Context: an optimization exercise on an open-source flow, tuned for small area, a short achievable clock period and few clock cycles per item. The choices shown serve that exercise and are no tape-out recipe. At most, simulation tests tie the RTL to the original design; equivalence was not proved. No activity file was given, so power comes from the tool's default toggle rates.

the baseline:
// rhalo_narrow
module rhalo_narrow (
    input  wire        clk,
    input  wire        rst,
    input  wire        in_valid,
    output wire        in_ready,
    input  wire [31:0] in_data,
    input  wire [3:0]  cfg_src,
    input  wire [3:0]  cfg_dst,
    input  wire [1:0]  cfg_rnd,
    input  wire [7:0]  cfg_es,
    input  wire [31:0] cfg_seed,
    input  wire [63:0] cfg_index,
    output wire        out_valid,
    input  wire        out_ready,
    output wire [15:0] out_t,
    output wire [24:0] out_r,
    output wire        out_esat,
    output wire        out_last,
    output wire [4:0]  out_k,
    output wire [7:0]  out_et,
    output wire        out_esc,
    output wire        out_sat,
    output wire        out_err
);
export LEC_CHECK = 0
export CAP_MARGIN = 20
export CORE_MARGIN = 2
export CORE_UTILIZATION = 65
export CTS_BUF_LIST = sky130_fd_sc_hd__clkbuf_16
export CTS_CLUSTER_DIAMETER = 100
export CTS_CLUSTER_SIZE = 25
export PLACE_DENSITY = 0.75
export SLEW_MARGIN = 20
create_clock -name core_clock -period 19.0 [get_ports {clk}]
standard.sh (not shown) runs the stock make flow with config.mk's settings and CLKGATE_MAP_FILE= SYNTH_SCRIPT=/design/flow/synth_recipe.tcl, a recipe that flattens the netlist after the stock synthesis.
==> flow/flow/run.sh <==
#!/bin/bash
# Standard ORFS layout (standard synthesis unchanged). Timing repair keeps a
# setup margin so that it shortens the design's paths, and the port buffers
# are plain buffers.
set -euo pipefail
bash standard.sh SETUP_SLACK_MARGIN=14 BUFFER_PORTS_ARGS="-buffer_cell sky130_fd_sc_hd__buf_1" finish > standard.log 2>&1
The baseline reached the final stage; the timing, DRC and antenna checks on its layout passed.
Relative to the baseline, the following input files were edited for the candidate:
-- flow/design.v --
<<< the baseline, line 178
    assign in_q = sext_elem(w_s8, w_s16, in_data);
    wire [23:0] th_el = wide_therm(ring1);
    wire [23:0] th_f  = (nw1_first ? 24'd0 : therm) | th_el;
    always @(posedge clk) begin
        if (rst) begin
>>> the candidate, line 178
    assign in_q = sext_elem(w_s8, w_s16, in_data);
    wire [23:0] th_el = wide_therm(ring1);
    wire [23:0] th_f  = (therm & {24{~(nw1 & nw1_first)}}) | (th_el & {24{nw1}});
    always @(posedge clk) begin
        if (rst) begin
<<< the baseline, line 188
        end
        nw1_first <= (wi == 5'd0);
        if (nw1) therm <= th_f;
    end
    wire [23:0] kth = l_w16 ? {8'd0, th_f[23:8]} : th_f;
>>> the candidate, line 188
        end
        nw1_first <= (wi == 5'd0);
        therm <= th_f;
    end
    wire [23:0] kth = l_w16 ? {8'd0, th_f[23:8]} : th_f;
[summary]
The candidate vs the baseline: aggregate global-route resource usage up in the candidate. The candidate: final clock period utilization by the worst path is 0.30 points lower than what the baseline reported. Switching fraction of total power ends up higher on the candidate. The candidate vs. the baseline: power density normalized to cell area went up about 10%, initial antenna violation count went down 3, layout overhead on the synthesized area held, cell area after layout went down about 0.45%, total power went up 9.4%. Highest signal layer in the routed design = met5: the baseline; highest signal layer in the routed design = met4: the candidate. The candidate and the baseline ended up with nearly the same clock transition at the register clock pins on the worst setup and hold paths after CTS.
Testbench counts of the candidate, summed over its fixed seeds: cycles 65,808, items 2,048.
The RTL of the baseline was laid out without a check of its function.

--- another note on this design; it stands on its own ---

Setup of try-raven:
// rhalo_narrow
module rhalo_narrow (
    input  wire        clk,
    input  wire        rst,
    input  wire        in_valid,
    output wire        in_ready,
    input  wire [31:0] in_data,
    input  wire [3:0]  cfg_src,
    input  wire [3:0]  cfg_dst,
    input  wire [1:0]  cfg_rnd,
    input  wire [7:0]  cfg_es,
    input  wire [31:0] cfg_seed,
    input  wire [63:0] cfg_index,
    output wire        out_valid,
    input  wire        out_ready,
    output wire [15:0] out_t,
    output wire [24:0] out_r,
    output wire        out_esat,
    output wire        out_last,
    output wire [4:0]  out_k,
    output wire [7:0]  out_et,
    output wire        out_esc,
    output wire        out_sat,
    output wire        out_err
);
Settings: LEC_CHECK=0, CAP_MARGIN=20, CORE_MARGIN=2, CORE_UTILIZATION=65, CTS_BUF_LIST=sky130_fd_sc_hd__clkbuf_16, CTS_CLUSTER_DIAMETER=100, CTS_CLUSTER_SIZE=25, PLACE_DENSITY=0.75, SLEW_MARGIN=20; clock period 19.0 ns.
standard.sh (not shown) runs the stock make flow with config.mk's settings and CLKGATE_MAP_FILE= SYNTH_SCRIPT=/design/flow/synth_recipe.tcl, a recipe that flattens the netlist after the stock synthesis.
==> flow/flow/run.sh <==
#!/bin/bash
# Standard ORFS layout (standard synthesis unchanged). Timing repair keeps a
# setup margin so that it shortens the design's paths, and the port buffers
# are plain buffers.
set -euo pipefail
bash standard.sh SETUP_SLACK_MARGIN=14 BUFFER_PORTS_ARGS="-buffer_cell sky130_fd_sc_hd__buf_2" finish > standard.log 2>&1
try-raven | stages: all done | timing, DRC, antenna: all pass
Testbench counts of try-raven, summed over its fixed seeds: cycles 65,808, items 2,048.
Edits applied to the flow inputs when going from try-raven to try-tundra:
Settings: a change of CORE_UTILIZATION from 65 to 40; a deleted PLACE_DENSITY that had been 0.75; a change of CTS_CLUSTER_SIZE from 25 to 30.
Notes after the runs:
try-tundra finished all stages; the layout is clean. try-raven -> try-tundra: critical path depth flat. The lower inverter count came out of try-tundra. According to the power report, total power for try-tundra is lower than for try-raven. Compared to try-raven, try-tundra has count of clock-buffer cells in the layout 12% lower.
Modified inputs, try-lagoon compared to try-tundra
Settings: changing CORE_UTILIZATION from 40 to 65; setting PLACE_DENSITY to 0.75 for the first time; changing CTS_CLUSTER_SIZE from 30 to 32.
--- a/flow/flow/run.sh
+++ b/flow/flow/run.sh
@@ -6 +6 @@
-bash standard.sh SETUP_SLACK_MARGIN=14 BUFFER_PORTS_ARGS="-buffer_cell sky130_fd_sc_hd__buf_2" finish > standard.log 2>&1
+bash standard.sh SETUP_SLACK_MARGIN=13.8 BUFFER_PORTS_ARGS="-buffer_cell sky130_fd_sc_hd__buf_1" finish > standard.log 2>&1
==> run summary <==
try-lagoon: flow completed, timing, DRC and antenna clean
Fraction of met1 tracks used by global routing: try-lagoon vs try-tundra up 16 points
Relative to try-tundra, die height decreased by 21% in try-lagoon.
Re peak supply drop: try-lagoon and try-tundra aren't equal, and the lower value belongs to try-tundra.
try-lagoon: global-route usage 12 points above try-tundra
Post-route standard cell area excluding fillers for try-lagoon: 0.0014 mm² down relative to try-tundra
On routed via count, try-lagoon does worse than try-tundra.
Die area | try-lagoon < try-tundra
Compared with try-tundra, wire length after detailed routing in try-lagoon increased by a little under 10%.
The estimated power of try-lagoon ends up lower than the estimate for try-tundra.
try-lagoon vs try-tundra, depth of the worst register-to-register path went down by 2.

[afterwards: timing with drivers on the ports]
The results above use ideal ports. As a check the final layouts listed here were re-extracted and re-timed, cells and wires unchanged. Step 1, drivers: a clkbuf_16 drives clk and a buf_2 each remaining input, both assumed. Step 2 adds t to the input delays and takes it off the output delays; t is the mean of the earliest and latest rising clock arrival at the registers after step 1. Input paths then give back, and output paths get back, about the clock's delay inside the block. Slacks: ideal / step 1 / step 2; pairs: ideal / step 1.
run | t (ns) | setup slack, ns | worst setup path at the end | worst data-port slew with drivers (ns)
the baseline | 0.709 | 13.867 / 13.801 / 13.398 | input to register | 0.07
the candidate | 0.701 | 13.923 / 13.855 / 13.473 | input to register | 0.08
try-raven | 0.706 | 13.911 / 13.845 / 13.402 | input to register | 0.07
try-tundra | 0.760 | 13.793 / 13.723 / 13.368 | input to register | 0.07
try-lagoon | 0.737 | 13.870 / 13.797 / 13.190 | input to register | 0.06
After both steps every run listed still meets setup and hold. The setup slack of try-lagoon, which loses most, moves by -0.073 ns with the drivers and by -0.680 ns with both steps.
